Source: an optimization exercise on an open RTL-to-GDS flow (aim: small area, a short achievable clock period and few clock cycles). Production flows keep margins and buffers that such runs may drop. The RTL was checked by simulation tests, not by an equivalence proof against the original design.

$ cat config.mk
export PLATFORM = sky130hd
export DESIGN_NAME = vigen_kdf
export DESIGN_NICKNAME = vigen_kdf
export VERILOG_FILES = /design/flow/design.v
export SDC_FILE = /design/flow/constraint.sdc
export NUM_CORES = 4
export LEC_CHECK = 0
export CAP_MARGIN = 30
export CORE_MARGIN = 2
export CORE_UTILIZATION = 45
export SETUP_SLACK_MARGIN = 3
export SLEW_MARGIN = 20
export TNS_END_PERCENT = 5
$ cat flow/abc_override.tcl
# Replaces the abc command that ORFS's synth.tcl calls: map with Yosys's
# default ABC script for liberty libraries, at the delay target MY_ABC_PS,
# with the same liberty files and don't-use cells.
proc abc {args} {
  set lib_args {}
  foreach lib $::env(LIB_FILES) { lappend lib_args -liberty $lib }
  set du {}
  if { [info exists ::env(DONT_USE_CELLS)] } {
    foreach cell $::env(DONT_USE_CELLS) { lappend du -dont_use $cell }
  }
  yosys abc {*}$lib_args {*}$du -D $::env(MY_ABC_PS)
}
$ cat flow/abc_ps.txt
4000
$ cat design.v
module aes_sbox (
  input  wire [7:0] a,
  output wire [7:0] y
);
  wire T1, T2, T3, T4, T5, T6, T7, T8, T9, T10, T11, T12;
  wire T13, T14, T15, T16, T17, T18, T19, T20, T21, T22, T23, T24;
  wire T25, T26, T27, M1, M2, M3, M4, M5, M6, M7, M8, M9;
  wire M10, M11, M12, M13, M14, M15, M16, M17, M18, M19, M20, M21;
  wire M22, M23, M24, M25, M26, M27, M28, M29, M30, M31, M32, M33;
  wire M34, M35, M36, M37, M38, M39, M40, M41, M42, M43, M44, M45;
  wire M46, M47, M48, M49, M50, M51, M52, M53, M54, M55, M56, M57;
  wire M58, M59, M60, M61, M62, M63, L0, L1, L2, L3, L4, L5;
  wire L6, L7, L8, L9, L10, L11, L12, L13, L14, L15, L16, L17;
  wire L18, L19, L20, L21, L22, L23, L24, L25, L26, L27, L28, L29;
  wire S0, S1, S2, S3, S4, S5, S6, S7;
  wire U0 = a[7], U1 = a[6], U2 = a[5], U3 = a[4], U4 = a[3], U5 = a[2], U6 = a[1], U7 = a[0];
  assign T1 = U0 ^ U3;
  assign T2 = U0 ^ U5;
  assign T3 = U0 ^ U6;
  assign T4 = U3 ^ U5;
  assign T5 = U4 ^ U6;
  assign T6 = T1 ^ T5;
  assign T7 = U1 ^ U2;
  assign T8 = U7 ^ T6;
  assign T9 = U7 ^ T7;
  assign T10 = T6 ^ T7;
  assign T11 = U1 ^ U5;
  assign T12 = U2 ^ U5;
  assign T13 = T3 ^ T4;
  assign T14 = T6 ^ T11;
  assign T15 = T5 ^ T11;
  assign T16 = T5 ^ T12;
  assign T17 = T9 ^ T16;
  assign T18 = U3 ^ U7;
  assign T19 = T7 ^ T18;
  assign T20 = T1 ^ T19;
  assign T21 = U6 ^ U7;
  assign T22 = T7 ^ T21;
  assign T23 = T2 ^ T22;
  assign T24 = T2 ^ T10;
  assign T25 = T20 ^ T17;
  assign T26 = T3 ^ T16;
  assign T27 = T1 ^ T12;
  assign M1 = T13 & T6;
  assign M2 = T23 & T8;
  assign M3 = T14 ^ M1;
  assign M4 = T19 & U7;
  assign M5 = M4 ^ M1;
  assign M6 = T3 & T16;
  assign M7 = T22 & T9;
  assign M8 = T26 ^ M6;
  assign M9 = T20 & T17;
  assign M10 = M9 ^ M6;
  assign M11 = T1 & T15;
  assign M12 = T4 & T27;
  assign M13 = M12 ^ M11;
  assign M14 = T2 & T10;
  assign M15 = M14 ^ M11;
  assign M16 = M3 ^ M2;
  assign M17 = M5 ^ T24;
  assign M18 = M8 ^ M7;
  assign M19 = M10 ^ M15;
  assign M20 = M16 ^ M13;
  assign M21 = M17 ^ M15;
  assign M22 = M18 ^ M13;
  assign M23 = M19 ^ T25;
  assign M24 = M22 ^ M23;
  assign M25 = M22 & M20;
  assign M26 = M21 ^ M25;
  assign M27 = M20 ^ M21;
  assign M28 = M23 ^ M25;
  assign M29 = M28 & M27;
  assign M30 = M26 & M24;
  assign M31 = M20 & M23;
  assign M32 = M27 & M31;
  assign M33 = M27 ^ M25;
  assign M34 = M21 & M22;
  assign M35 = M24 & M34;
  assign M36 = M24 ^ M25;
  assign M37 = M21 ^ M29;
  assign M38 = M32 ^ M33;
  assign M39 = M23 ^ M30;
  assign M40 = M35 ^ M36;
  assign M41 = M38 ^ M40;
  assign M42 = M37 ^ M39;
  assign M43 = M37 ^ M38;
  assign M44 = M39 ^ M40;
  assign M45 = M42 ^ M41;
  assign M46 = M44 & T6;
  assign M47 = M40 & T8;
  assign M48 = M39 & U7;
  assign M49 = M43 & T16;
  assign M50 = M38 & T9;
  assign M51 = M37 & T17;
  assign M52 = M42 & T15;
  assign M53 = M45 & T27;
  assign M54 = M41 & T10;
  assign M55 = M44 & T13;
  assign M56 = M40 & T23;
  assign M57 = M39 & T19;
  assign M58 = M43 & T3;
  assign M59 = M38 & T22;
  assign M60 = M37 & T20;
  assign M61 = M42 & T1;
  assign M62 = M45 & T4;
  assign M63 = M41 & T2;
  assign L0 = M61 ^ M62;
  assign L1 = M50 ^ M56;
  assign L2 = M46 ^ M48;
  assign L3 = M47 ^ M55;
  assign L4 = M54 ^ M58;
  assign L5 = M49 ^ M61;
  assign L6 = M62 ^ L5;
  assign L7 = M46 ^ L3;
  assign L8 = M51 ^ M59;
  assign L9 = M52 ^ M53;
  assign L10 = M53 ^ L4;
  assign L11 = M60 ^ L2;
  assign L12 = M48 ^ M51;
  assign L13 = M50 ^ L0;
  assign L14 = M52 ^ M61;
  assign L15 = M55 ^ L1;
  assign L16 = M56 ^ L0;
  assign L17 = M57 ^ L1;
  assign L18 = M58 ^ L8;
  assign L19 = M63 ^ L4;
  assign L20 = L0 ^ L1;
  assign L21 = L1 ^ L7;
  assign L22 = L3 ^ L12;
  assign L23 = L18 ^ L2;
  assign L24 = L15 ^ L9;
  assign L25 = L6 ^ L10;
  assign L26 = L7 ^ L9;
  assign L27 = L8 ^ L10;
  assign L28 = L11 ^ L14;
  assign L29 = L11 ^ L17;
  assign S0 = L6 ^ L24;
  assign S1 = ~(L16 ^ L26);
  assign S2 = ~(L19 ^ L28);
  assign S3 = L6 ^ L21;
  assign S4 = L20 ^ L22;
  assign S5 = L25 ^ L29;
  assign S6 = ~(L13 ^ L27);
  assign S7 = ~(L6 ^ L23);
  assign y = {S0, S1, S2, S3, S4, S5, S6, S7};
endmodule
module aes_round (
  input  wire [127:0] s,
  input  wire [127:0] rk,
  input  wire         last,
  output wire [127:0] sr,
  output wire [127:0] y
);
  wire [127:0] sb;
  genvar g;
  generate
    for (g = 0; g < 16; g = g + 1) begin : g_sbox
      aes_sbox u_sbox (.a(s[127-8*g -: 8]), .y(sb[127-8*g -: 8]));
    end
  endgenerate
  generate
    for (g = 0; g < 16; g = g + 1) begin : g_shift
      localparam integer R = g % 4;
      localparam integer C = g / 4;
      localparam integer SRC = R + 4 * ((C + R) % 4);
      assign sr[127-8*g -: 8] = sb[127-8*SRC -: 8];
    end
  endgenerate
  function [7:0] xtime(input [7:0] b);
    xtime = {b[6:0], 1'b0} ^ (b[7] ? 8'h1b : 8'h00);
  endfunction
  function [31:0] mix_column(input [31:0] col);
    reg [7:0] a0, a1, a2, a3;
    begin
      a0 = col[31:24];
      a1 = col[23:16];
      a2 = col[15:8];
      a3 = col[7:0];
      mix_column[31:24] = xtime(a0 ^ a1) ^ a1 ^ a2 ^ a3;
      mix_column[23:16] = xtime(a1 ^ a2) ^ a0 ^ a2 ^ a3;
      mix_column[15:8]  = xtime(a2 ^ a3) ^ a0 ^ a1 ^ a3;
      mix_column[7:0]   = xtime(a3 ^ a0) ^ a0 ^ a1 ^ a2;
    end
  endfunction
  wire [127:0] mc = {mix_column(sr[127:96]), mix_column(sr[95:64]),
                     mix_column(sr[63:32]),  mix_column(sr[31:0])};
  assign y = (last ? sr : mc) ^ rk;
endmodule
module aes256_kexp (
  input  wire [255:0] kw,
  input  wire         odd,
  input  wire [7:0]   rcon,
  output wire [127:0] nw
);
  wire [31:0] last_w = kw[31:0];
  wire [31:0] sub_in = odd ? {last_w[23:0], last_w[31:24]} : last_w;
  wire [31:0] sub_out;
  genvar g;
  generate
    for (g = 0; g < 4; g = g + 1) begin : g_ksbox
      aes_sbox u_sbox (.a(sub_in[8*g +: 8]), .y(sub_out[8*g +: 8]));
    end
  endgenerate
  wire [31:0] temp = sub_out ^ {rcon, 24'h0};
  wire [31:0] p0 = kw[255:224];
  wire [31:0] p1 = kw[255:224] ^ kw[223:192];
  wire [31:0] p2 = p1 ^ kw[191:160];
  wire [31:0] p3 = p2 ^ kw[159:128];
  assign nw = {p0 ^ temp, p1 ^ temp, p2 ^ temp, p3 ^ temp};
endmodule
module vigen_kdf (
  input  wire         clk,
  input  wire         rst,
  input  wire         start,
  input  wire [255:0] root_key,
  input  wire [3:0]   owner,
  input  wire         machine,
  input  wire [15:0]  epoch,
  output wire         ready,
  output reg          done,
  output wire [255:0] data_key,
  output wire [255:0] tweak_key,
  output reg          weak_root
);
  reg         act;        
  reg         rdy;
  reg [3:0]   rnd;        
  reg         r1, r14;    
  reg         pk, pl, pc; 
  reg         chk;        
  reg         valid;      
  reg [255:0] root;
  reg [255:0] kwin;       
  reg [31:0]  eqc;        
  reg [7:0]   obyte;
  reg [15:0]  ep;
  reg [127:0] st  [0:3];
  reg [127:0] xc  [0:3];
  reg [127:0] k2;         
  assign ready     = rdy;
  assign data_key  = {st[0], st[1]};
  assign tweak_key = {st[2], st[3]};
  wire take = start & rdy;
  wire hit  = valid & (&eqc);
  reg [7:0] rcon;
  always @(*) begin
    case (rnd)
      4'd1:    rcon = 8'h01;
      4'd3:    rcon = 8'h02;
      4'd5:    rcon = 8'h04;
      4'd7:    rcon = 8'h08;
      4'd9:    rcon = 8'h10;
      4'd11:   rcon = 8'h20;
      4'd13:   rcon = 8'h40;
      default: rcon = 8'h00;
    endcase
  end
  wire [127:0] nw;
  aes256_kexp u_kexp (.kw(kwin), .odd(rnd[0]), .rcon(rcon), .nw(nw));
  wire [127:0] rk = kwin[127:0];
  wire [127:0] sr [0:3];
  wire [127:0] ro [0:3];
  wire miss = act && chk && !hit;
  wire endl = act && r14 && pl;
  wire endc = act && r14 && pc;
  wire [127:0] m2c = {24'd0, 32'd512, 8'h80, 64'd0};
  wire [127:0] q   = k2 ^ root[255:128] ^ m2c;
  wire [127:0] lv = sr[0] ^ rk;
  always @(posedge clk)
    if (endl)
      k2 <= {lv[125:0], 2'b00} ^ (lv[127] ? 128'h10e : 128'h0) ^ (lv[126] ? 128'h87 : 128'h0);
  genvar g;
  generate
    for (g = 0; g < 4; g = g + 1) begin : g_lane
      wire [2:0]   ctr  = g + 1;
      wire [127:0] m1   = {29'd0, ctr, "XIELA-OWNER", 8'h00};
      wire [127:0] init = xc[g] ^ {pk ? {obyte, ep} : 24'd0, 104'd0};
      wire [127:0] rin  = r1 ? init : st[g];
      aes_round u_round (.s(rin), .rk(rk), .last(r14), .sr(sr[g]), .y(ro[g]));
      always @(posedge clk) begin
        st[g] <= ro[g];
        if (miss || endl)
          xc[g] <= root[255:128] ^ (endl ? m1 : 128'd0);
        else if (endc)
          xc[g] <= sr[g] ^ (rk ^ q);
      end
    end
  endgenerate
  wire is_weak = (root == {256{1'b0}}) || (root == {256{1'b1}});
  integer b;
  always @(posedge clk) begin
    if (rdy)
      kwin <= root_key;
    else if (act && ((chk && !hit) || (r14 && !pk)))
      kwin <= root;
    else
      kwin <= {kwin[127:0], nw};
    if (rdy) begin
      obyte <= machine ? 8'h10 : {4'h0, owner};
      ep    <= machine ? 16'h0000 : epoch;
      for (b = 0; b < 32; b = b + 1)
        eqc[b] <= (root_key[8*b +: 8] == root[8*b +: 8]);
    end
    if (take)
      root <= root_key;
    if (rst) begin
      act   <= 1'b0;
      rdy   <= 1'b1;
      done  <= 1'b0;
      chk   <= 1'b0;
      valid <= 1'b0;
      rnd   <= 4'd1;
      r1    <= 1'b1;
      r14   <= 1'b0;
      pk    <= 1'b1;
      pl    <= 1'b0;
      pc    <= 1'b0;
    end else begin
      done <= 1'b0;
      chk  <= 1'b0;
      if (act && chk && !hit) begin
        valid <= 1'b0;
        pk  <= 1'b0;
        pl  <= 1'b1;
        rnd <= 4'd1;
        r1  <= 1'b1;
        r14 <= 1'b0;
      end else if (act && !r14) begin
        rnd <= rnd + 4'd1;
        r1  <= 1'b0;
        r14 <= (rnd == 4'd13);
        rdy <= pk && (rnd == 4'd13);
      end else if (act && pl) begin
        pl  <= 1'b0;
        pc  <= 1'b1;
        rnd <= 4'd1;
        r1  <= 1'b1;
        r14 <= 1'b0;
      end else if (act && pc) begin
        valid <= 1'b1;
        pc  <= 1'b0;
        pk  <= 1'b1;
        rnd <= 4'd1;
        r1  <= 1'b1;
        r14 <= 1'b0;
      end else begin
        if (act) begin
          done      <= 1'b1;
          weak_root <= is_weak;
        end
        act <= take;
        chk <= take;
        rdy <= !take;
        rnd <= 4'd1;
        r1  <= 1'b1;
        r14 <= 1'b0;
        pk  <= 1'b1;
        pl  <= 1'b0;
        pc  <= 1'b0;
      end
    end
  end
endmodule
$ cat constraint.sdc
create_clock -name core_clock -period 10.0 [get_ports {clk}]
set_input_delay 2.0000 -clock core_clock [delete_from_list [all_inputs] [get_ports {clk}]]
set_output_delay 2.0000 -clock core_clock [all_outputs]
set_load 0.01 [all_outputs]
$ cat flow/run.sh
#!/bin/bash
# Own layout flow: the standard layout, except that synthesis maps the
# logic with Yosys's own ABC script (which keeps the AES datapath's XOR
# structure) instead of ORFS's, and skips ORFS's full-adder extraction.
# Everything else, registers included, is the standard synthesis: the same
# synth passes (-nofsm -noshare), flip-flop mapping, flattening and renaming.
# Each tool's output goes to a log file of its own in the work folder.
set -euo pipefail
W=$PWD
# ABC's delay target for the mapping, in ps
export MY_ABC_PS=$(cat "$W/flow/abc_ps.txt")

# Synthesis script: the abc override, then the standard flow's synthesis script unchanged.
cat "$W/flow/abc_override.tcl" "$W/synth_recipe.tcl" > "$W/own_synth.tcl"

# standard.sh with that script (and no adder extraction), for the synth step.
sed -e "s|SYNTH_SCRIPT=[^ ]*synth_recipe.tcl|SYNTH_SCRIPT=$W/own_synth.tcl ADDER_MAP_FILE=|" \
  "$W/standard.sh" > "$W/own_synth.sh"
grep -q "own_synth.tcl ADDER_MAP_FILE=" "$W/own_synth.sh"

bash "$W/own_synth.sh" synth > "$W/synth.log" 2>&1
# The rest of the layout is the standard flow's own, from floorplan to finish.
bash "$W/standard.sh" > "$W/layout.log" 2>&1
test -f "$W/out/final.def"
$ cat standard.sh
#!/bin/bash
# synth_recipe.tcl (not shown) runs the flow's synth.tcl, then flattens the netlist and writes it again
# the make line also repeats each setting of config.mk as NAME=value (left out here)
make -C /OpenROAD-flow-scripts/flow DESIGN_CONFIG=/design/flow/config.mk WORK_HOME=/design/flow/orfs CLKGATE_MAP_FILE= SYNTH_SCRIPT=/design/flow/synth_recipe.tcl "${@:-finish}"
==> flow_summary.ini, run 1 <==
[worst_setup_path]
arrival_ns = 8.01
startpoint_type = register
required_ns = 10.81
reg2reg_setup_slack_ns = 2.79
critPathMaxFanout = 17
max_stage_delay_ns = 0.56
critPathCaptureType = register
critical_path_class = register to register
crit_top_cell = xnor2_1
reg2reg_depth = 23
path_cells = buf_12 -> buf_16 -> buf_4 -> mux2i_1 -> buf_4 -> xnor2_2 -> xnor2_2 -> o2bb2a_1 -> o21ai_0 -> a211oi_1 -> o21ai_0 -> nor2_1 -> a211oi_1 -> xor2_1 -> xor2_1 -> xnor2_1 -> xnor2_1 -> buf_4 -> xor2_1 -> xnor2_1 -> xnor2_1 -> mux2i_1 -> xnor2_1
slowest_stage = xnor2_1

[timing]
whs_ns = 0.504
fin_tns_setup_ns = 0
slew_headroom = 0.204
min_period_ns = 7.21
rsz0062_at_grt = yes
finalClockSkew_ns = 0.117
fmax_mhz = 139
worst_slew_pin_slew_ns = 1.18
hold_violations = 0
setup_violations = 0
drv_slew = 0
min_period_over_period = 0.721

[run]
cap_violations = 0

[die]
io_pins = 795
die_area_mm2 = 0.388
fp.coreArea_mm2 = 0.382
fp-row-count = 227
die_width_um = 623
die_y_um = 623
start_util = 0.451

[cells_and_area]
area_delta_synth_final_pct = 23.0
nets = 19700
most-common-layout-cells = 4235 x xnor2_1, 2156 x xor2_1, 1250 x o21ai_0
mostFrequentLayoutCell = xnor2_1
drive_above_1_share = 0.132
finalInstanceArea_mm2 = 0.212
fillers = 33700
final_util = 0.555

[logic_synthesis]
synth_nets = 17900
synthCells = 17600
ys_async_sr_fraction = 0
synth_area_per_cell_um2 = 9.79
ys_types = 73
ys_ff_latch = 1732
syn_area_mm2 = 0.172
synthFlopType = edfxtp_1
synth_edf_count = 950
ys_seq_area_frac = 0.256
yosys_warnings = 6

[worst_hold_path]
hp-class = register to register
whs_path_depth = 2

[clock_tree]
cts_buffer_depth = 4
htreeDepth = 4
numCtsBuffers = 206
cts.sinks = 1732
clk_pin_slew_ns = 0.06
root_buffer = clkbuf_16
cts_tree = done
clk_latency_ns = 1.00
ctsHoldBuffers = 0

[placed_design]
numPortBuffers = 794
placed_cell_area_mm2 = 0.192
hpwl_um = 651000
place.gp.congestion = 1.09

[global_route]
grt_max_degree = 178
grt-ovfl-total = 0
grt_usage = 0.392
grt_pass1_wl_um = 1070000
grt_pass1_vias = 137000
grt_antenna_before_repair = 128

[outcome]
status = no timing/DRC/antenna violations

[drt]
routed_wirelength_um = 802000
drtAntennaViolNets = 0
drt_iter0_drc = 19900
drc = 0
wl_per_cell_um = 32.4
first_pass_iters = 8
vias_per_cell = 6.01
vias = 149000
==> timing repair <==
| item | CTS | global route |
|---|---|---|
| gates resized for setup | 846 | 953 |
| pin swaps | 31 | 140 |
| gates cloned | 0 | 12 |
| buffers inserted | 58 | 214 |
| endpoints found under the setup margin | 972 | 632 |
==> critical path: cells and delay by family, from the launching register on <==
family | cells | cell delay [ns]
xor+xnor | 10 | 2.66
buf+inv | 5 | 1.40
mux | 2 | 0.59
compound gates | 5 | 1.88
simple gates | 1 | 0.08
flops | 1 | 0.36
==> logic make-up after synthesis <==
logic type | Yosys count | share of synthesized area
muxes | 773 | 0.0451
xor gates and xnor gates | 7993 | 0.478
buffers and inverters | 64 | 0.00139
and+or+nand+nor | 4000 | 0.109
DFF | 1732 | 0.256
AOI/OAI and AO/OA | 3047 | 0.111
==> area by class of cell <==
class / count / area, um2 / area share
Multi-Input combinational cell: 15800 / 139000 / 0.656
Sequential cell: 1732 / 44200 / 0.208
Timing Repair Buffer: 1609 / 15200 / 0.0715
Tap cell: 5038 / 6300 / 0.0297
Clock buffer: 274 / 5730 / 0.0270
Clock inverter: 111 / 1180 / 0.00558
Inverter: 64 / 253 / 0.00119
Antenna cell: 86 / 215 / 0.00101
==> metrics by stage <==
stage                     worst slack, ns  cells
after floorplan                    -38.09  17600
after CTS                            2.80  24400
after global placement               1.24  23900
after global routing                 2.77  24700
after detailed placement             1.26  24000
final                                2.79  24700
==> registers in the layout, summed over array words and instances (netlist names), 4 cells and up <==
register,flops
kwin,256
obyte,5
root,256
st,512
k2,128
rnd,4
eqc,32
xc,512
ep,16
==> Yosys cell counts, types with 28 or more instances <==
cell / number / area, um2
xnor3_1: 728 / 16400
nor3b_1: 32 / 240
o22ai_1: 176 / 1100
a22oi_1: 42 / 315
a31oi_1: 137 / 857
nor2b_1: 214 / 1340
nor3_1: 218 / 1090
o211a_1: 48 / 480
a221oi_1: 48 / 420
dfxtp_1: 782 / 15700
nand4_1: 151 / 945
a21o_1: 242 / 1820
o211ai_1: 137 / 1030
nand3b_1: 28 / 210
o21a_1: 57 / 428
o21ai_0: 1291 / 6460
nor2_1: 1126 / 4230
and3_1: 76 / 475
clkinv_1: 64 / 240
nand2b_1: 126 / 788
mux2_1: 29 / 327
o31ai_1: 46 / 345
o221ai_1: 30 / 263
xnor2_1: 4706 / 41200
a211o_1: 49 / 429
and2_0: 136 / 851
or3_1: 86 / 538
nor4_1: 132 / 826
a211oi_1: 175 / 1310
mux2i_1: 744 / 7450
edfxtp_1: 950 / 28500
or2_0: 113 / 707
xor2_1: 2397 / 21000
a21oi_1: 318 / 1590
nand3_1: 266 / 1330
xor3_1: 162 / 3850
nand2_1: 1230 / 4620
==> final timing paths <==
kind	from	endpoint
max	r1	st[2][118]
min	pc	pc
min reg2reg	pc	pc
max reg2reg	r1	st[2][118]
==> metal layers <==
| layer | part of all wire | vias up | wire length (um) | GRT usage |
|---|---|---|---|---|
| met5 | 0.00020 | - | 158 | 0 |
| met4 | 0.096 | 24 | 77300 | 0.312 |
| met3 | 0.11 | 1927 | 87900 | 0.0837 |
| met2 | 0.41 | 8826 | 332000 | 0.569 |
| met1 | 0.38 | 72500 | 304000 | 0.505 |
| li1 | - | 65400 | - | - |
Testbench counts, summed over its fixed seeds: cycles 2,144.
==> run 2, diff against run 1 <==
--- a/design.v
+++ b/design.v
@@ -227,3 +227,5 @@
   reg [3:0]   rnd;        
-  reg         r1, r14;    
+  reg         rn;         
+  reg         r14;        
+  reg         ldc;        
   reg         pk, pl, pc; 
@@ -262,5 +264,6 @@
   wire [127:0] ro [0:3];
+  wire         load = act && ((chk && hit) || ldc);
   wire miss = act && chk && !hit;
-  wire endl = act && r14 && pl;
-  wire endc = act && r14 && pc;
+  wire endl = act && rn && r14 && pl;
+  wire endc = act && rn && r14 && pc;
   wire [127:0] m2c = {24'd0, 32'd512, 8'h80, 64'd0};
@@ -277,6 +280,5 @@
       wire [127:0] init = xc[g] ^ {pk ? {obyte, ep} : 24'd0, 104'd0};
-      wire [127:0] rin  = r1 ? init : st[g];
-      aes_round u_round (.s(rin), .rk(rk), .last(r14), .sr(sr[g]), .y(ro[g]));
+      aes_round u_round (.s(st[g]), .rk(rk), .last(r14), .sr(sr[g]), .y(ro[g]));
       always @(posedge clk) begin
-        st[g] <= ro[g];
+        st[g] <= load ? init : ro[g];
         if (miss || endl)
@@ -293,6 +295,6 @@
       kwin <= root_key;
-    else if (act && ((chk && !hit) || (r14 && !pk)))
-      kwin <= root;
-    else
+    else if (act && rn)
       kwin <= {kwin[127:0], nw};
+    else
+      kwin <= root;
     if (rdy) begin
@@ -310,5 +312,6 @@
       chk   <= 1'b0;
+      ldc   <= 1'b0;
       valid <= 1'b0;
+      rn    <= 1'b0;
       rnd   <= 4'd1;
-      r1    <= 1'b1;
       r14   <= 1'b0;
@@ -320,12 +323,19 @@
       chk  <= 1'b0;
-      if (act && chk && !hit) begin
-        valid <= 1'b0;
-        pk  <= 1'b0;
-        pl  <= 1'b1;
+      ldc  <= 1'b0;
+      if (act && chk) begin
+        if (hit) begin
+          rn  <= 1'b1;
+          rnd <= 4'd1;
+        end else begin
+          valid <= 1'b0;
+          pk  <= 1'b0;
+          pl  <= 1'b1;
+          ldc <= 1'b1;
+        end
+      end else if (act && ldc) begin
+        rn  <= 1'b1;
         rnd <= 4'd1;
-        r1  <= 1'b1;
         r14 <= 1'b0;
-      end else if (act && !r14) begin
+      end else if (act && rn && !r14) begin
         rnd <= rnd + 4'd1;
-        r1  <= 1'b0;
         r14 <= (rnd == 4'd13);
@@ -335,5 +345,5 @@
         pc  <= 1'b1;
-        rnd <= 4'd1;
-        r1  <= 1'b1;
+        rn  <= 1'b0;
         r14 <= 1'b0;
+        ldc <= 1'b1;
       end else if (act && pc) begin
@@ -342,5 +352,5 @@
         pk  <= 1'b1;
-        rnd <= 4'd1;
-        r1  <= 1'b1;
+        rn  <= 1'b0;
         r14 <= 1'b0;
+        ldc <= 1'b1;
       end else begin
@@ -353,4 +363,3 @@
         rdy <= !take;
-        rnd <= 4'd1;
-        r1  <= 1'b1;
+        rn  <= 1'b0;
         r14 <= 1'b0;
--- a/flow/abc_override.tcl
+++ b/flow/abc_override.tcl
@@ -2,3 +2,4 @@
 # default ABC script for liberty libraries, at the delay target MY_ABC_PS,
-# with the same liberty files and don't-use cells.
+# with the same liberty files and don't-use cells, and without the 3-input
+# XOR cells, which are slower and larger than two 2-input ones.
 proc abc {args} {
@@ -10,2 +11,3 @@
   }
+  lappend du -dont_use sky130_fd_sc_hd__xor3_* -dont_use sky130_fd_sc_hd__xnor3_*
   yosys abc {*}$lib_args {*}$du -D $::env(MY_ABC_PS)
--- a/config.mk
+++ b/config.mk
@@ -10,3 +10,3 @@
 export CORE_UTILIZATION = 45
-export SETUP_SLACK_MARGIN = 3
+export SETUP_SLACK_MARGIN = 4
 export SLEW_MARGIN = 20
==> run 2 against run 1 <==
Clock-buffer cell count is 24 higher. Routed wire length fell by 5.2%. Core utilization increased by 2.6 points. Critical path depth is 2 lower. Non-clock buffer count is 157 higher. Critical endpoint is now st[1][73].
==> flow_summary.ini, run 2 <==
[outcome]
status = no timing/DRC/antenna violations

[clock_tree]
clk_latency_ns = 1.00
cts.sinks = 1733
htreeDepth = 4
numCtsBuffers = 210
cts_buffer_depth = 4
root_buffer = clkbuf_16
cts_tree = done
clk_pin_slew_ns = 0.07

[drt]
drt_iter0_drc = 17600
routed_wirelength_um = 760000
drc = 0
first_pass_iters = 7
vias = 149000
vias_per_cell = 5.79
wl_per_cell_um = 29.6
drtAntennaViolNets = 0

[cells_and_area]
nets = 20900
area_delta_synth_final_pct = 28.8
finalNonFillerCells = 25700
top_regs = st: 512 flops, xc: 512 flops
mostFrequentLayoutCell = xnor2_1
drive_above_1_share = 0.161
fillers = 31600
most-common-layout-cells = 4398 x xnor2_1, 2115 x xor2_1, 1823 x nand2_1

[timing]
drv_slew = 0
min_period_over_period = 0.613
rsz0062_at_grt = yes
worst_slew_pin_slew_ns = 1.12
finalClockSkew_ns = 0.0780
fin_tns_setup_ns = 0
slew_headroom = 0.248
min_period_ns = 6.13
setup_violations = 0
fmax_mhz = 163
hold_violations = 0

[global_route]
grt_usage = 0.398
grt_pass1_vias = 135000
grt-ovfl-total = 0
grt_pass1_wl_um = 1030000
grt_antenna_before_repair = 129
grt_max_degree = 171

[die]
die_width_um = 601
fp-row-count = 219
io_pins = 795
die_area_mm2 = 0.361
fp.coreArea_mm2 = 0.355
die_y_um = 601
start_util = 0.451

[worst_setup_path]
critPathCaptureType = register
reg2reg_setup_slack_ns = 3.87
max_stage_delay_ns = 0.57
critPathMaxFanout = 6
required_ns = 10.88
startpoint_type = register
critical_path_class = register to register
arrival_ns = 7.01
slowest_stage = dfxtp_1
path_cells = xor2_4 -> xnor2_2 -> xnor2_2 -> nand3_1 -> and3b_1 -> or3_1 -> a32oi_1 -> xnor2_1 -> xnor2_1 -> xnor2_1 -> nor2_1 -> xor2_1 -> xnor2_1 -> xnor2_2 -> buf_4 -> xnor2_2 -> xnor2_1 -> xnor2_1 -> o21ai_0 -> or2_0 -> a31oi_1
crit_top_cell = xnor2_1

[logic_synthesis]
yosysTopAreaCell = xnor2_1
ys_ff_latch = 1733
ys_types = 71
synthCells = 18600
ys_async_sr_fraction = 0
synthTopCellsByArea = xnor2_1 29%, edfxtp_1 18%, xor2_1 14%, dfxtp_1 9.8%, o21ai_0 4.7%
ys_seq_area_frac = 0.276
synth_nets = 18900
synth_area_per_cell_um2 = 8.62
synthTopCellsByCount = 5279 x xnor2_1, 2617 x xor2_1, 1835 x nand2_1, 1611 x nor2_1, 1507 x o21ai_0
yosys.cell_count.top_type = xnor2_1
synth_edf_count = 950
yosys_warnings = 6
synthFlopType = edfxtp_1
netlist.area_leader.share = 0.288
syn_area_mm2 = 0.160

[placed_design]
dp_cells = 24700
numPortBuffers = 794
place.gp.congestion = 1.07
hpwl_um = 607000

[run]
cap_violations = 0

[worst_hold_path]
hp-class = register to register
[run 2: changes by cell type in the layout (fill, tap and decap cells not counted), moves of 247 or more]
cell	change
dfxtp_1	-247
nor2_1	+466
xnor2_2	+308
a21oi_1	+568
nand2_1	+594
xnor3_1	-579
[run 2: metrics by stage]
stage	hold slack [ns]	setup slack [ns]	cell area [um2]	util
floorplan	0.408	-16.55	160000	-
global placement	0.412	1.72	179000	0.504
detailed placement	0.417	1.86	179000	0.505
CTS	0.430	3.80	194000	0.546
global route	0.446	3.71	206000	0.581
finish	0.423	3.87	206000	0.581
[run 2: critical path: cells and delay by family, from the launching register on]
kind            cells  cell delay (ns)
flops               1             0.57
compound gates      3             0.79
simple gates        5             1.31
buf+inv             1             0.22
xor+xnor           12             3.12
[run 2: what timing repair did]
action / CTS / global route
hold endpoints to repair: 0 / 0
resized for setup: 1008 / 1474
hold buffers: 0 / 0
setup buffers: 133 / 316
cloned: 0 / 1
setup endpoints to repair: 671 / 609
pin swaps: 90 / 231
[run 2: path summary, 6_finish.rpt]
| path | from | endpoint | cells past startpoint |
|---|---|---|---|
| setup / recovery | st[1][99] | st[1][73] | 21 |
| hold reg to reg | xc[2][31] | st[2][31] | 2 |
| hold / removal | xc[2][31] | st[2][31] | 2 |
| setup reg to reg | st[1][99] | st[1][73] | 21 |
[run 2: per-layer routing]
layer	track usage	wire length, um	vias up
met4	0.335	77100	14
met1	0.495	286000	71700
met5	0.00542	93	-
met2	0.585	320000	7821
met3	0.0882	77200	1773
li1	-	-	67300
[run 2: layout make-up]
| class | count | area [um2] | area share |
|---|---|---|---|
| Inverter | 91 | 362 | 0.00175 |
| Multi-Input combinational cell | 16800 | 132000 | 0.640 |
| Tap cell | 4751 | 5940 | 0.0288 |
| Timing Repair Buffer | 1766 | 16000 | 0.0776 |
| Clock inverter | 95 | 965 | 0.00467 |
| Clock buffer | 298 | 6060 | 0.0294 |
| Sequential cell | 1733 | 44700 | 0.216 |
| Antenna cell | 155 | 388 | 0.00188 |
[run 2: kinds of logic after synthesis]
kind of cell           synth area share
AO/OA/AOI/OAI                     0.132
flip-flops                        0.276
buffers and inverters           0.00213
XOR/XNOR                          0.431
multiplexers                     0.0218
AND/OR/NAND/NOR                   0.137
Testbench counts of run 2, summed over its fixed seeds: cycles 2,296.
==> run 3, diff against run 2 <==
--- a/design.v
+++ b/design.v
@@ -149,6 +149,6 @@
   input  wire [127:0] rk,
-  input  wire         last,
-  output wire [127:0] sr,
-  output wire [127:0] y
+  output wire [127:0] y,
+  output wire [127:0] yl
 );
+  wire [127:0] sr;
   wire [127:0] sb;
@@ -186,3 +186,4 @@
                      mix_column(sr[63:32]),  mix_column(sr[31:0])};
-  assign y = (last ? sr : mc) ^ rk;
+  assign y  = mc ^ rk;
+  assign yl = sr ^ rk;
 endmodule
@@ -262,4 +263,5 @@
   wire [127:0] rk = kwin[127:0];
-  wire [127:0] sr [0:3];
-  wire [127:0] ro [0:3];
+  wire [127:0] ro [0:3];    
+  wire [127:0] rl [0:3];    
+  wire         mid  = rn && !r14;
   wire         load = act && ((chk && hit) || ldc);
@@ -270,3 +272,3 @@
   wire [127:0] q   = k2 ^ root[255:128] ^ m2c;
-  wire [127:0] lv = sr[0] ^ rk;
+  wire [127:0] lv = rl[0];
   always @(posedge clk)
@@ -280,5 +282,5 @@
       wire [127:0] init = xc[g] ^ {pk ? {obyte, ep} : 24'd0, 104'd0};
-      aes_round u_round (.s(st[g]), .rk(rk), .last(r14), .sr(sr[g]), .y(ro[g]));
+      aes_round u_round (.s(st[g]), .rk(rk), .y(ro[g]), .yl(rl[g]));
       always @(posedge clk) begin
-        st[g] <= load ? init : ro[g];
+        st[g] <= mid ? ro[g] : load ? init : rl[g];
         if (miss || endl)
@@ -286,3 +288,3 @@
         else if (endc)
-          xc[g] <= sr[g] ^ (rk ^ q);
+          xc[g] <= rl[g] ^ q;
       end
--- a/config.mk
+++ b/config.mk
@@ -10,3 +10,3 @@
 export CORE_UTILIZATION = 45
-export SETUP_SLACK_MARGIN = 4
+export SETUP_SLACK_MARGIN = 4.5
 export SLEW_MARGIN = 20
==> run 3 against run 2 <==
Highest routed layer unchanged. Synthesized area down 0.90%. Still clean. Via count down 0.52%.
==> flow_summary.ini, run 3 <==
[outcome]
status = no timing/DRC/antenna violations

[logic_synthesis]
synthCells = 18300
ys_seq_area_frac = 0.278
synth_edf_count = 950
synth_area_per_cell_um2 = 8.70
yosys.cell_count.top_type = xnor2_1
yosys_warnings = 6
yosysTopAreaCell = xnor2_1
synthTopCellsByCount = 5601 x xnor2_1, 2731 x xor2_1, 1807 x o21ai_0, 1641 x nor2_1, 1542 x nand2_1
ys_ff_latch = 1733
synthTopCellsByArea = xnor2_1 31%, edfxtp_1 18%, xor2_1 15%, dfxtp_1 9.9%, o21ai_0 5.7%
netlist.area_leader.share = 0.309
syn_area_mm2 = 0.159
synthFlopType = edfxtp_1
ys_types = 64
ys_async_sr_fraction = 0
synth_nets = 18500

[worst_setup_path]
path_cells = xor2_1 -> xnor2_1 -> and2_0 -> xor2_2 -> xnor2_1 -> xnor2_1 -> o21ai_0 -> and2_0 -> nor2_1 -> mux2_1 -> nand2_1 -> xnor2_4 -> xnor2_1 -> xnor2_4 -> xnor2_1 -> xor2_1 -> o21ai_0 -> a21oi_2 -> o21bai_1
max_stage_delay_ns = 0.64
timing.rr.start = st[2][66]
reg2reg_setup_slack_ns = 4.16
r2r-end = st[2][34]
slowest_stage = xnor2_4
required_ns = 10.85
arrival_ns = 6.70
critPathMaxFanout = 5
critical_path_class = register to register
crit_top_cell = xnor2_1
critPathCaptureType = register
startpoint_type = register
crit_start = st[2][66]
reg2reg_depth = 19

[worst_hold_path]
whs_path_depth = 2
hp-class = register to register
min_from = xc[1][34]
min_to = st[1][34]

[timing]
fin_ws_ns = 4.16
min_period_over_period = 0.584
fmax_mhz = 171
drv_slew = 0
rsz0062_at_grt = yes
hold_violations = 0
min_period_ns = 5.84
slew_headroom = 0.161
finalClockSkew_ns = 0.0731
worst_slew_pin_slew_ns = 1.26
setup_violations = 0

[global_route]
grt_pass1_wl_um = 1060000
grt_antenna_before_repair = 161
grt_usage = 0.419
grt-ovfl-total = 0
grt_pass1_vias = 136000
grt_max_degree = 203

[clock_tree]
cts_buffer_depth = 4
clk_latency_ns = 0.99
clk_pin_slew_ns = 0.07
ctsHoldBuffers = 0
numCtsBuffers = 214
root_buffer = clkbuf_16
cts_tree = done
cts.sinks = 1733
htreeDepth = 4

[die]
die_area_mm2 = 0.358
fp.coreArea_mm2 = 0.352
die_width_um = 598
die_y_um = 598
fp-row-count = 218
start_util = 0.451
io_pins = 795

[cells_and_area]
nets = 20600
mostFrequentLayoutCell = xnor2_1
fillers = 30800
finalNonFillerCells = 25400
finalInstanceArea_mm2 = 0.207
area_delta_synth_final_pct = 30.0
top_regs = st: 512 flops, xc: 512 flops
drive_above_1_share = 0.173
most-common-layout-cells = 4661 x xnor2_1, 2214 x xor2_1, 1654 x o21ai_0

[drt]
vias = 148000
drt_iter0_drc = 19300
first_pass_iters = 6
wl_per_cell_um = 31.0
vias_per_cell = 5.82
drc = 0
drtAntennaViolNets = 0
routed_wirelength_um = 788000

[placed_design]
numPortBuffers = 794
place_ws_ns = 2.49
place.gp.congestion = 1.10
hpwl_um = 615000
dp_cells = 24300
placed_cell_area_mm2 = 0.177

[run]
cap_violations = 0
## run 3: repair_timing
action	4_1_cts	5_1_grt
gates resized for setup	1328	1403
cloned	3	4
pin swaps	131	293
setup buffers	203	331
setup endpoints to repair	1011	924
## run 3: cell type report
type / count / area (um2) / area share
sequential: 1733 / 44700 / 0.216
tap: 4730 / 5920 / 0.0286
antenna: 163 / 408 / 0.00197
inverter: 113 / 438 / 0.00212
timing repair buffer: 1843 / 16700 / 0.0810
clock buffer: 301 / 6350 / 0.0308
multi-input combinational: 16400 / 131000 / 0.635
clock inverter: 99 / 913 / 0.00442
## run 3: stage by stage
step	utilization	TNS, ns	hold WS (ns)
final	0.587	0	0.463
after global routing	0.587	0	0.489
after CTS	0.553	0	0.473
after detailed placement	0.503	0	0.457
after global placement	0.502	0	0.452
after floorplan	-	-5113.48	0.444
## run 3: routing by layer
layer  wire length (um)  up-vias  global-route usage
met2             318000     8906               0.586
met3              99100     2231               0.132
li1                   -    65700                   -
met1             285000    71000               0.512
met5                514        -                   0
met4              86300       68               0.378
## run 3: kinds of logic after synthesis
| family | after synthesis | synth area share |
|---|---|---|
| muxes | 224 | 0.0143 |
| buffers and inverters | 113 | 0.00267 |
| xor gates and xnor gates | 8332 | 0.459 |
| and+or+nand+nor | 4259 | 0.116 |
| AOI/OAI and AO/OA | 3607 | 0.130 |
| DFF | 1733 | 0.278 |
## run 3: worst max-delay path by stage
stage                end  slack, ns  cells after the start
2_1_floorplan   xc[0][0]      -6.45                      4
3_3_place_gp   st[3][49]       2.37                     18
3_5_place_dp     kwin[8]       2.49                     21
4_1_cts        st[2][64]       4.23                     20
5_1_grt          kwin[6]       4.04                     23
6_report       st[2][34]       4.16                     19
## run 3: worst max-delay path: cells and delay by family (launching register included)
family / cells / cell delay, ns
xor gates and xnor gates: 10 / 2.94
AOI/OAI and AO/OA: 4 / 1.13
and+or+nand+nor: 4 / 0.93
DFF: 1 / 0.54
muxes: 1 / 0.20
Testbench counts of run 3, summed over its fixed seeds: cycles 2,296.
==> run 4, diff against run 3 <==
--- a/config.mk
+++ b/config.mk
@@ -10,3 +10,3 @@
 export CORE_UTILIZATION = 45
-export SETUP_SLACK_MARGIN = 4.5
+export SETUP_SLACK_MARGIN = 4
 export SLEW_MARGIN = 20
==> run 4 against run 3 <==
Still clean. Synthesized cell count did not move. Hold slack got worse by 0.0045 ns. Flip-flop and latch count did not move. Die area did not move. Maximum frequency fell by 4.8%. Via count fell by 1.1%. Non-clock buffer count fell by 313. Clock-buffer cell count did not move. Core utilization fell by 3.0 points. Critical endpoint is now st[1][37].
==> flow_summary.ini, run 4 <==
[cells_and_area]
nets = 20300
most-common-layout-cells = 4984 x xnor2_1, 2448 x xor2_1, 1711 x o21ai_0
mostFrequentLayoutCell = xnor2_1
finalNonFillerCells = 25100
final_util = 0.556
top_regs = st: 512 flops, xc: 512 flops
fillers = 32100
area_delta_synth_final_pct = 23.3
drive_above_1_share = 0.114

[logic_synthesis]
synth_area_per_cell_um2 = 8.70
synthCells = 18300
yosysTopAreaCell = xnor2_1
netlist.area_leader.share = 0.309
yosys_warnings = 6
synthFlopType = edfxtp_1
yosys.cell_count.top_type = xnor2_1
synth_edf_count = 950
ys_types = 64
ys_seq_area_frac = 0.278
ys_ff_latch = 1733
ys_async_sr_fraction = 0
synthTopCellsByArea = xnor2_1 31%, edfxtp_1 18%, xor2_1 15%, dfxtp_1 9.9%, o21ai_0 5.7%
syn_area_mm2 = 0.159
synth_nets = 18500
synthTopCellsByCount = 5601 x xnor2_1, 2731 x xor2_1, 1807 x o21ai_0, 1641 x nor2_1, 1542 x nand2_1

[clock_tree]
cts_buffer_depth = 4
cts_tree = done
root_buffer = clkbuf_16
clk_pin_slew_ns = 0.07
numCtsBuffers = 214
clk_latency_ns = 0.99
ctsHoldBuffers = 0
cts.sinks = 1733
htreeDepth = 4

[placed_design]
hpwl_um = 615000
dp_cells = 24300
place.gp.congestion = 1.10
numPortBuffers = 794

[drt]
drt_iter0_drc = 19400
first_pass_iters = 8
drtAntennaViolNets = 0
drc = 0
vias_per_cell = 5.82
routed_wirelength_um = 777000
vias = 146000
wl_per_cell_um = 30.9

[worst_setup_path]
reg2reg_setup_slack_ns = 3.86
slowest_stage = xnor2_2
r2r-end = st[1][37]
critPathCaptureType = register
timing.rr.start = st[1][69]
max_stage_delay_ns = 0.89
reg2reg_depth = 17
crit_start = st[1][69]
arrival_ns = 6.97
required_ns = 10.83
critical_path_class = register to register
crit_end = st[1][37]
critPathMaxFanout = 6
startpoint_type = register
path_cells = xor2_2 -> xnor2_2 -> xnor2_1 -> nand2_1 -> a21boi_0 -> or3_1 -> a22o_1 -> mux2_1 -> or3_1 -> a21o_1 -> a21oi_1 -> xnor2_2 -> xnor2_1 -> xnor2_2 -> xnor2_1 -> o21ai_0 -> nand2_1

[timing]
fin_tns_setup_ns = 0
min_period_over_period = 0.614
finalClockSkew_ns = 0.0745
rsz0062_at_grt = yes
setup_violations = 0
hold_violations = 0
min_period_ns = 6.14
worst_slew_pin_slew_ns = 1.28
fmax_mhz = 163
drv_slew = 0
slew_headroom = 0.148

[global_route]
grt_pass1_vias = 134000
grt_pass1_wl_um = 1050000
grt_max_degree = 203
grt_usage = 0.414
grt_antenna_before_repair = 157
grt-ovfl-total = 0

[die]
start_util = 0.451
io_pins = 795
die_width_um = 598
die_area_mm2 = 0.358
fp-row-count = 218
fp.coreArea_mm2 = 0.352
die_y_um = 598

[run]
cap_violations = 0

[outcome]
status = no timing/DRC/antenna violations

[worst_hold_path]
hp-class = register to register
==> run 4: cell type report <==
class,instances,area (um2),area share
timing repair buffer,1530,13900,0.0710
inverter,113,438,0.00224
tap,4730,5920,0.0302
clock buffer,301,6350,0.0324
clock inverter,99,913,0.00466
sequential,1733,44400,0.227
multi-input combinational,16400,124000,0.630
antenna,193,483,0.00246
==> run 4: worst max-delay path, delay by kind of cell, from the launching register on <==
| family | cells | cell delay [ns] |
|---|---|---|
| multiplexers | 1 | 0.34 |
| AND/OR/NAND/NOR | 4 | 1.14 |
| XOR/XNOR | 7 | 2.31 |
| flip-flops | 1 | 0.63 |
| AO/OA/AOI/OAI | 5 | 1.57 |
==> run 4: how the worst min path moves through the flow <==
stage	start	end	slack, ns	depth (start not counted)
final	xc[1][34]	st[1][34]	0.46	2
after global routing	xc[2][61]	st[2][61]	0.49	2
after CTS	xc[2][52]	st[2][52]	0.47	2
after detailed placement	xc[3][78]	st[3][78]	0.46	2
after global placement	xc[2][127]	st[2][127]	0.45	2
after floorplan	xc[0][127]	st[0][127]	0.44	2
==> run 4: kinds of logic (layout without fill, tap and decap cells) <==
family,Yosys count,after routing,share of synthesized area
AND/OR/NAND/NOR,4259,4259,0.116
flip-flops,1733,1733,0.278
buffers and inverters,113,2043,0.00267
AO/OA/AOI/OAI,3607,3607,0.130
multiplexers,224,224,0.0143
XOR/XNOR,8332,8333,0.459
other,0,193,0
==> run 4: routing by layer <==
metal  routed length, um  global-route usage
met5                 512                   0
met4               83400               0.368
met3               95200               0.129
met2              312000               0.581
met1              286000               0.508
==> run 4: through the flow <==
stage / cell area (um2) / setup slack [ns] / hold slack (ns)
after floorplan: 159000 / -6.45 / 0.444
after global placement: 177000 / 2.37 / 0.452
after detailed placement: 177000 / 2.49 / 0.457
after CTS: 188000 / 3.77 / 0.473
after global routing: 196000 / 3.72 / 0.489
final: 196000 / 3.86 / 0.459
==> run 4: what timing repair did <==
action	CTS	global route
pin swaps	34	96
endpoints found under the setup margin	651	726
setup buffers	49	166
resized for setup	546	863
gates cloned	0	2
==> run 5, diff against run 4 <==
--- a/design.v
+++ b/design.v
@@ -236,3 +236,3 @@
   reg [255:0] kwin;       
-  reg [31:0]  eqc;        
+  reg         eqr;        
   reg [7:0]   obyte;
@@ -246,3 +246,3 @@
   wire take = start & rdy;
-  wire hit  = valid & (&eqc);
+  wire hit  = valid & eqr;
   reg [7:0] rcon;
@@ -293,3 +293,2 @@
   wire is_weak = (root == {256{1'b0}}) || (root == {256{1'b1}});
-  integer b;
   always @(posedge clk) begin
@@ -304,4 +303,3 @@
       ep    <= machine ? 16'h0000 : epoch;
-      for (b = 0; b < 32; b = b + 1)
-        eqc[b] <= (root_key[8*b +: 8] == root[8*b +: 8]);
+      eqr   <= (root_key == root);
     end
--- a/config.mk
+++ b/config.mk
@@ -7,3 +7,3 @@
 export LEC_CHECK = 0
-export CAP_MARGIN = 30
+export CAP_MARGIN = 25
 export CORE_MARGIN = 2
==> run 5 against run 4 <==
Still clean on timing, DRC and antenna. Flip-flop and latch count shrank 31. Sequential share of layout area shrank 0.34 points. Cell count shrank 0.61%. Global-route usage rose by 4.2 points. Synthesized area down 0.97%. Routed wire length is 9.0% higher. Core utilization up 0.17 points. Clock skew is 0.019 ns lower. Critical endpoint is now st[2][21].
==> flow_summary.ini, run 5 <==
[global_route]
grt_pass1_vias = 136000
grt-ovfl-total = 0
grt_antenna_before_repair = 256
grt_usage = 0.457
grt_pass1_wl_um = 1120000
grt_max_degree = 165

[drt]
wl_per_cell_um = 33.9
drt_iter0_drc = 19800
first_pass_iters = 7
routed_wirelength_um = 847000
vias = 149000
vias_per_cell = 5.95
drtAntennaViolNets = 0
drc = 0

[worst_setup_path]
arrival_ns = 7.05
required_ns = 10.79
critPathMaxFanout = 6
r2r-end = st[2][21]
timing.rr.start = st[2][118]
reg2reg_setup_slack_ns = 3.74
critPathCaptureType = register
startpoint_type = register
critical_path_class = register to register
reg2reg_depth = 18
crit_end = st[2][21]
crit_start = st[2][118]

[logic_synthesis]
ys_ff_latch = 1702
yosys_warnings = 6
netlist.area_leader.share = 0.305
synth_nets = 18500
synth_area_per_cell_um2 = 8.64
yosysTopAreaCell = xnor2_1
synthTopCellsByArea = xnor2_1 30%, edfxtp_1 18%, xor2_1 15%, dfxtp_1 10%, o21ai_0 5.5%
synthCells = 18200
ys_seq_area_frac = 0.275
synth_edf_count = 919
yosys.cell_count.top_type = xnor2_1
synthTopCellsByCount = 5479 x xnor2_1, 2733 x xor2_1, 1733 x o21ai_0, 1696 x nor2_1, 1501 x nand2_1
ys_types = 67
synthFlopType = edfxtp_1
ys_async_sr_fraction = 0
syn_area_mm2 = 0.157

[cells_and_area]
mostFrequentLayoutCell = xnor2_1
most-common-layout-cells = 4780 x xnor2_1, 2492 x xor2_1, 1690 x nor2_1
drive_above_1_share = 0.111
multi_input_area_mm2 = 0.123
seq_area_mm2 = 0.0434
finalInstanceArea_mm2 = 0.195
area_delta_synth_final_pct = 23.7
nets = 20200
top_regs = st: 512 flops, xc: 512 flops
fillers = 32400

[timing]
finalClockSkew_ns = 0.0557
fmax_mhz = 160
min_period_ns = 6.26
hold_violations = 0
drv_slew = 0
min_period_over_period = 0.626
slew_headroom = 0.165
rsz0062_at_grt = yes
setup_violations = 0
worst_slew_pin_slew_ns = 1.25
fin_ws_ns = 3.74

[die]
io_pins = 795
die_area_mm2 = 0.355
die_y_um = 595
die_width_um = 595
fp.coreArea_mm2 = 0.349
start_util = 0.451
fp-row-count = 217

[run]
cap_violations = 0

[placed_design]
hpwl_um = 683000
place_ws_ns = 2.60
placed_cell_area_mm2 = 0.176
numPortBuffers = 794
place.gp.congestion = 1.09

[worst_hold_path]
min_from = xc[2][126]
hp-class = register to register

[clock_tree]
clk_pin_slew_ns = 0.07
root_buffer = clkbuf_16
cts.sinks = 1702
htreeDepth = 4
clk_latency_ns = 0.99
cts_tree = done
numCtsBuffers = 218
cts_buffer_depth = 4

[outcome]
status = no timing/DRC/antenna violations
-- run 5: cell count changes after synthesis, moves of 74 or more --
cell	before	now
a21o_1	205	304
nor3_1	141	67
xnor2_1	5601	5479
o22ai_1	198	374
o21ai_0	1807	1733
clkinv_1	113	308
-- run 5: logic make-up (layout without fill, tap and decap cells) --
kind of cell	Yosys count	after routing	share of synthesized area
compound gates	3689	3689	0.136
buf+inv	308	2163	0.00734
other cells	0	290	0
xor+xnor	8212	8214	0.457
simple gates	4104	4104	0.112
flops	1702	1702	0.275
mux	208	208	0.0134
-- run 5: worst min path at each step --
stage,to,cells past startpoint
after floorplan,st[1][24],2
after global placement,st[3][101],2
after detailed placement,st[3][24],2
after CTS,st[2][126],2
after global routing,st[1][88],2
final,st[2][126],2
-- run 5: metrics by stage --
stage               hold slack, ns  utilization  setup TNS [ns]  cells
floorplan                    0.444            -        -4897.27  18200
global placement             0.458        0.504               0  24100
detailed placement           0.454        0.505               0  24100
CTS                          0.475        0.538               0  24600
global route                 0.494        0.557               0  24900
finish                       0.474        0.558               0  25000
-- run 5: area by class of cell --
| type | instances | area share |
|---|---|---|
| Tap cell | 4599 | 0.0296 |
| Clock inverter | 115 | 0.00545 |
| Clock buffer | 294 | 0.0327 |
| Multi-Input combinational cell | 16200 | 0.630 |
| Antenna cell | 290 | 0.00373 |
| Sequential cell | 1702 | 0.223 |
| Inverter | 308 | 0.00601 |
| Timing Repair Buffer | 1446 | 0.0695 |
-- run 5: metal layers --
layer | vias up | track usage | wire length [um]
met5 | - | 0 | 546
met4 | 70 | 0.370 | 79900
met3 | 2212 | 0.142 | 105000
met2 | 9606 | 0.634 | 339000
met1 | 71800 | 0.579 | 322000
li1 | 64900 | - | -
-- run 5: what timing repair did --
item / CTS / global route
resized for setup: 548 / 757
hold buffers: 0 / 0
endpoints found under the setup margin: 690 / 771
pin swaps: 24 / 75
buffers inserted: 34 / 110
gates cloned: 1 / 3
-- run 5: worst max-delay path, cell delays in order (launching register included) --
cell	delay (ns)
dfxtp_1	0.78
xor2_1	0.27
xnor2_2	0.44
nor2_1	0.10
xnor2_1	0.16
xnor2_1	0.37
clkinv_1	0.27
o211a_1	0.28
a21o_1	0.20
o21ai_0	0.28
nand2_1	0.16
xnor2_2	0.46
xnor2_4	0.19
xor2_1	0.22
xnor2_2	0.51
xnor2_1	0.31
xnor2_1	0.33
nor2_1	0.10
o22ai_1	0.61
Testbench counts of run 5, summed over its fixed seeds: cycles 2,296.
==> run 6, diff against run 5 <==
--- a/config.mk
+++ b/config.mk
@@ -10,3 +10,3 @@
 export CORE_UTILIZATION = 45
-export SETUP_SLACK_MARGIN = 4
+export SETUP_SLACK_MARGIN = 3.5
 export SLEW_MARGIN = 20
==> run 6 against run 5 <==
Critical path depth grew 1. Maximum frequency shrank 6.9%. Synthesized area is the same. Via count shrank 1.1%. Design area shrank 3.2%. First-iteration DRC count grew 4.3%. Flip-flop and latch count is the same. Cell count shrank 0.40%. Clock-buffer cell count is the same. Non-clock buffer count shrank 107. Die area is the same. Hold slack gained 0.0018 ns. Highest routed layer unchanged.
==> flow_summary.ini, run 6 <==
[die]
die_width_um = 595
fp.coreArea_mm2 = 0.349
die_y_um = 595
fp-row-count = 217
die_area_mm2 = 0.355
start_util = 0.451
io_pins = 795

[timing]
min_period_over_period = 0.672
rsz0062_at_grt = yes
drv_slew = 0
slew_headroom = 0.139
fin_tns_setup_ns = 0
min_period_ns = 6.72
finalClockSkew_ns = 0.0553
setup_violations = 0
hold_violations = 0
worst_slew_pin_slew_ns = 1.29
fmax_mhz = 149
whs_ns = 0.476

[global_route]
grt-ovfl-total = 0
grt_antenna_before_repair = 265
grt_pass1_vias = 135000
grt_usage = 0.455
grt_pass1_wl_um = 1120000
grt_max_degree = 165

[drt]
wl_per_cell_um = 33.9
routed_wirelength_um = 842000
drc = 0
first_pass_iters = 7
drt_iter0_drc = 20600
drtAntennaViolNets = 0
vias_per_cell = 5.91
vias = 147000

[cells_and_area]
area_delta_synth_final_pct = 19.8
most-common-layout-cells = 5100 x xnor2_1, 2638 x xor2_1, 1695 x nor2_1
drive_above_1_share = 0.0762
fillers = 33000
nets = 20100
mostFrequentLayoutCell = xnor2_1
top_regs = st: 512 flops, xc: 512 flops

[logic_synthesis]
ys_seq_area_frac = 0.275
netlist.area_leader.share = 0.305
synthTopCellsByArea = xnor2_1 30%, edfxtp_1 18%, xor2_1 15%, dfxtp_1 10%, o21ai_0 5.5%
yosysTopAreaCell = xnor2_1
synthFlopType = edfxtp_1
synthTopCellsByCount = 5479 x xnor2_1, 2733 x xor2_1, 1733 x o21ai_0, 1696 x nor2_1, 1501 x nand2_1
synth_nets = 18500
synth_area_per_cell_um2 = 8.64
synth_edf_count = 919
ys_types = 67
yosys.cell_count.top_type = xnor2_1
syn_area_mm2 = 0.157
yosys_warnings = 6
synthCells = 18200
ys_async_sr_fraction = 0
ys_ff_latch = 1702

[clock_tree]
root_buffer = clkbuf_16
cts_tree = done
numCtsBuffers = 218
cts.sinks = 1702
clk_latency_ns = 0.98
cts_buffer_depth = 4
clk_pin_slew_ns = 0.07
htreeDepth = 4

[worst_setup_path]
critPathCaptureType = register
critical_path_class = register to register
startpoint_type = register
arrival_ns = 7.50
required_ns = 10.78
critPathMaxFanout = 6

[outcome]
status = no timing/DRC/antenna violations

[placed_design]
hpwl_um = 683000
place.gp.congestion = 1.09
numPortBuffers = 794

[worst_hold_path]
hp-class = register to register

[run]
cap_violations = 0
-- run 6: cell count changes in the layout (fill, tap and decap cells not counted), sizes merged --
cell    before   now
xor2      2734  2733
diode      290   300
xnor2     5480  5479
clkbuf     298   302
buf        649   538
-- run 6: per-layer routing --
layer / vias up / global-route usage / wire length [um]
li1: 64800 / - / -
met5: - / 0 / 464
met1: 70600 / 0.577 / 323000
met2: 9447 / 0.634 / 337000
met3: 2089 / 0.140 / 104000
met4: 58 / 0.361 / 77900
-- run 6: worst paths after layout --
kind	slack, ns	startpoint	endpoint	depth (start not counted)
min reg2reg	0.48	xc[3][101]	st[3][101]	2
max reg2reg	3.28	st[0][67]	st[0][47]	19
min	0.48	xc[3][101]	st[3][101]	2
max	3.28	st[0][67]	st[0][47]	19
-- run 6: cell families (layout without fill, tap and decap cells) --
family | Yosys count | count (layout) | synth area share
buffers and inverters | 308 | 2056 | 0.00734
DFF | 1702 | 1702 | 0.275
and+or+nand+nor | 4104 | 4104 | 0.112
muxes | 208 | 208 | 0.0134
AOI/OAI and AO/OA | 3689 | 3689 | 0.136
other | 0 | 300 | 0
xor gates and xnor gates | 8212 | 8212 | 0.457
-- run 6: area by class of cell --
cell class,instances,area (um2),share of cell area
Antenna cell,300,751,0.00398
Clock buffer,294,6360,0.0338
Clock inverter,115,1060,0.00563
Inverter,308,1170,0.00621
Multi-Input combinational cell,16200,118000,0.624
Sequential cell,1702,43300,0.230
Tap cell,4599,5750,0.0305
Timing Repair Buffer,1339,12500,0.0665
-- run 6: timing repair --
| action | 4_1_cts | 5_1_grt |
|---|---|---|
| pin swaps | 0 | 18 |
| hold endpoints to repair | 0 | 0 |
| setup endpoints to repair | 358 | 618 |
| setup buffers | 0 | 26 |
| hold buffers | 0 | 0 |
| gates resized for setup | 118 | 423 |
-- run 6: through the flow --
| stage | util | setup WS, ns | cell area [um2] | std cells |
|---|---|---|---|---|
| floorplan | - | -5.65 | 157000 | 18200 |
| global placement | 0.504 | 1.44 | 176000 | 24100 |
| detailed placement | 0.505 | 2.60 | 176000 | 24100 |
| CTS | 0.528 | 3.21 | 184000 | 24500 |
| global route | 0.540 | 3.15 | 188000 | 24800 |
| finish | 0.540 | 3.28 | 189000 | 24900 |
-- run 6: critical path, cell delays in order (launching register included) --
cell and delay [ns]:
dfxtp_1 0.80, xnor2_1 0.35, xor2_1 0.35, xnor2_1 0.23, nand2b_1 0.11, xnor2_1 0.37, xor2_1 0.17, xnor2_1 0.39
nand2_1 0.17, o22a_1 0.28, mux2_1 0.28, nand2_1 0.09, xnor2_1 0.49, xnor2_1 0.17, xnor2_1 0.22, xnor2_2 0.85
xor2_1 0.32, xnor2_1 0.24, a21o_1 0.19, o22ai_1 0.42
==> run 7, diff against run 6 <==
--- a/config.mk
+++ b/config.mk
@@ -10,3 +10,4 @@
 export CORE_UTILIZATION = 45
-export SETUP_SLACK_MARGIN = 3.5
+export PLACE_DENSITY = 0.75
+export SETUP_SLACK_MARGIN = 4
 export SLEW_MARGIN = 20
==> run 7 against run 6 <==
Critical path depth fell by 1. Clock-buffer cell count grew 3. Hold slack improved by 0.0084 ns.
==> flow_summary.ini, run 7 <==
[worst_setup_path]
required_ns = 10.83
critPathCaptureType = register
reg2reg_depth = 18
timing.rr.start = st[2][119]
r2r-end = st[2][9]
arrival_ns = 6.93
startpoint_type = register
critPathMaxFanout = 5
critical_path_class = register to register
reg2reg_setup_slack_ns = 3.90

[die]
fp.coreArea_mm2 = 0.349
die_area_mm2 = 0.355
die_y_um = 595
fp-row-count = 217
die_width_um = 595
start_util = 0.451
io_pins = 795

[cells_and_area]
top_regs = st: 512 flops, xc: 512 flops
finalInstanceArea_mm2 = 0.193
mostFrequentLayoutCell = xnor2_1
area_delta_synth_final_pct = 22.6
nets = 20100
most-common-layout-cells = 4816 x xnor2_1, 2522 x xor2_1, 1692 x nor2_1
drive_above_1_share = 0.104

[clock_tree]
clk_latency_ns = 1.01
root_buffer = clkbuf_16
cts_tree = done
cts.sinks = 1702
numCtsBuffers = 212
clk_pin_slew_ns = 0.06
cts_buffer_depth = 4
htreeDepth = 4

[drt]
drc = 0
first_pass_iters = 9
vias = 150000
drtAntennaViolNets = 0
drt_iter0_drc = 21800
vias_per_cell = 6.05
wl_per_cell_um = 33.0
routed_wirelength_um = 820000

[timing]
rsz0062_at_grt = yes
worst_slew_pin_slew_ns = 1.27
fin_tns_setup_ns = 0
fmax_mhz = 164
setup_violations = 0
drv_slew = 0
min_period_ns = 6.10
slew_headroom = 0.153
finalClockSkew_ns = 0.0779
hold_violations = 0
fin_ws_ns = 3.90
min_period_over_period = 0.610

[logic_synthesis]
yosys_warnings = 6
synthTopCellsByArea = xnor2_1 30%, edfxtp_1 18%, xor2_1 15%, dfxtp_1 10%, o21ai_0 5.5%
synth_nets = 18500
synthTopCellsByCount = 5479 x xnor2_1, 2733 x xor2_1, 1733 x o21ai_0, 1696 x nor2_1, 1501 x nand2_1
ys_async_sr_fraction = 0
synth_edf_count = 919
ys_ff_latch = 1702
ys_seq_area_frac = 0.275
ys_types = 67
netlist.area_leader.share = 0.305
syn_area_mm2 = 0.157
synthCells = 18200
yosysTopAreaCell = xnor2_1
synthFlopType = edfxtp_1
yosys.cell_count.top_type = xnor2_1
synth_area_per_cell_um2 = 8.64

[global_route]
grt-ovfl-total = 0
grt_usage = 0.441
grt_pass1_wl_um = 1090000
grt_pass1_vias = 137000
grt_antenna_before_repair = 247
grt_max_degree = 179

[outcome]
status = no timing/DRC/antenna violations

[run]
cap_violations = 0

[placed_design]
placed_cell_area_mm2 = 0.176
place.gp.congestion = 1.13
numPortBuffers = 794
place_ws_ns = 2.43
hpwl_um = 656000

[worst_hold_path]
min_to = st[3][127]
min_from = xc[3][127]
whs_path_depth = 2
hp-class = register to register
run 7: cell count changes in the layout (fill, tap and decap cells not counted), moves of 19 or more:
cell	delta
xnor2_4	+60
xor2_4	+22
xnor2_2	+224
xor2_2	+94
dfxtp_2	+63
buf_4	+48
diode_2	-81
xnor2_1	-284
dfxtp_1	-76
xor2_1	-116
clkinv_2	-24
o22ai_1	-19
run 7: final cells by class:
cell class | count | area (um2)
diodes | 219 | 548
clock buffers | 297 | 6080
clock inverters | 102 | 1180
fillers | 31600 | 156000
inverters | 308 | 1170
multi-input cells | 16200 | 122000
flip-flops and latches | 1702 | 43500
well taps | 4599 | 5750
repair buffers | 1383 | 13000
run 7: worst max-delay path, cell delays in order, from the launching register on:
cell      delay, ns
dfxtp_1        0.54
xor2_2         0.31
xor2_2         0.31
xor2_1         0.34
nor2_1         0.10
xor2_1         0.30
xnor2_1        0.17
xnor2_1        0.41
a21oi_1        0.18
a221oi_2       0.42
xor2_1         0.22
nor2_1         0.08
xnor2_1        0.26
xnor2_1        0.17
xnor2_1        0.79
xnor2_1        0.42
xor2_1         0.25
a21o_1         0.22
o22ai_1        0.42
run 7: worst max path at each step:
| stage | start | to | slack [ns] |
|---|---|---|---|
| after detailed placement | rnd[0] | kwin[12] | 2.43 |
| final | st[2][119] | st[2][9] | 3.90 |
| after floorplan | act | xc[0][0] | -5.65 |
| after global routing | st[3][103] | st[3][69] | 3.61 |
| after CTS | st[2][121] | st[2][100] | 3.77 |
| after global placement | st[3][49] | st[3][67] | 1.71 |
run 7: logic make-up (layout without fill, tap and decap cells):
| group | after synthesis | after routing | share of synthesized area |
|---|---|---|---|
| other | 0 | 219 | 0 |
| AND/OR/NAND/NOR | 4104 | 4104 | 0.112 |
| AO/OA/AOI/OAI | 3689 | 3689 | 0.136 |
| XOR/XNOR | 8212 | 8212 | 0.457 |
| buffers and inverters | 308 | 2090 | 0.00734 |
| flip-flops | 1702 | 1702 | 0.275 |
| multiplexers | 208 | 208 | 0.0134 |
run 7: timing repair:
item / 4_1_cts / 5_1_grt
pin swaps: 29 / 61
hold endpoints to repair: 0 / 0
buffers inserted: 50 / 91
gates resized for setup: 529 / 707
setup endpoints to repair: 716 / 807
gates cloned: 0 / 1
hold buffers: 0 / 0
run 7: routing by layer:
metal,GRT usage,vias up,share of wire
li1,-,64800,-
met1,0.543,71700,0.36
met2,0.607,10900,0.39
met3,0.152,2746,0.14
met4,0.387,88,0.11
met5,0,-,0.0010
run 7: per-stage QoR:
step | util | std cells | hold WS, ns
after CTS | 0.535 | 24500 | 0.478
after global placement | 0.502 | 24000 | 0.464
after floorplan | - | 18200 | 0.444
final | 0.553 | 24800 | 0.484
after detailed placement | 0.503 | 24100 | 0.461
after global routing | 0.553 | 24800 | 0.517

[separate check: timing with driven ports]
How much do the figures lean on ideal ports? The routed layouts below were timed once more, with nothing changed but the port constraints.
Step 1: set_driving_cell puts a clkbuf_16 on clk and a buf_2 on each other input, an assumption about the parent block.
Step 2, shift: input delay + t, output delay - t, t = (earliest + latest rising clock arrival at the registers) / 2. This alone moves slack from input paths to output paths.
Slacks: ideal ports / drivers / drivers and shift; pairs: ideal ports / drivers.
| run | shift t [ns] | setup slack, ns | latest minus earliest clock arrival (ns) |
|---|---|---|---|
| run 1 | 1.065 | 2.794 / 2.794 / 2.794 | 0.118 / 0.118 |
| run 2 | 1.083 | 3.868 / 3.868 / 3.868 | 0.079 / 0.078 |
| run 3 | 1.078 | 4.159 / 4.159 / 4.159 | 0.075 / 0.075 |
| run 4 | 1.077 | 3.862 / 3.862 / 3.862 | 0.076 / 0.077 |
| run 5 | 1.088 | 3.744 / 3.744 / 3.744 | 0.058 / 0.058 |
| run 6 | 1.083 | 3.284 / 3.284 / 3.284 | 0.057 / 0.057 |
| run 7 | 1.091 | 3.899 / 3.899 / 3.899 | 0.079 / 0.078 |
After both steps setup and hold are still met in every run listed.
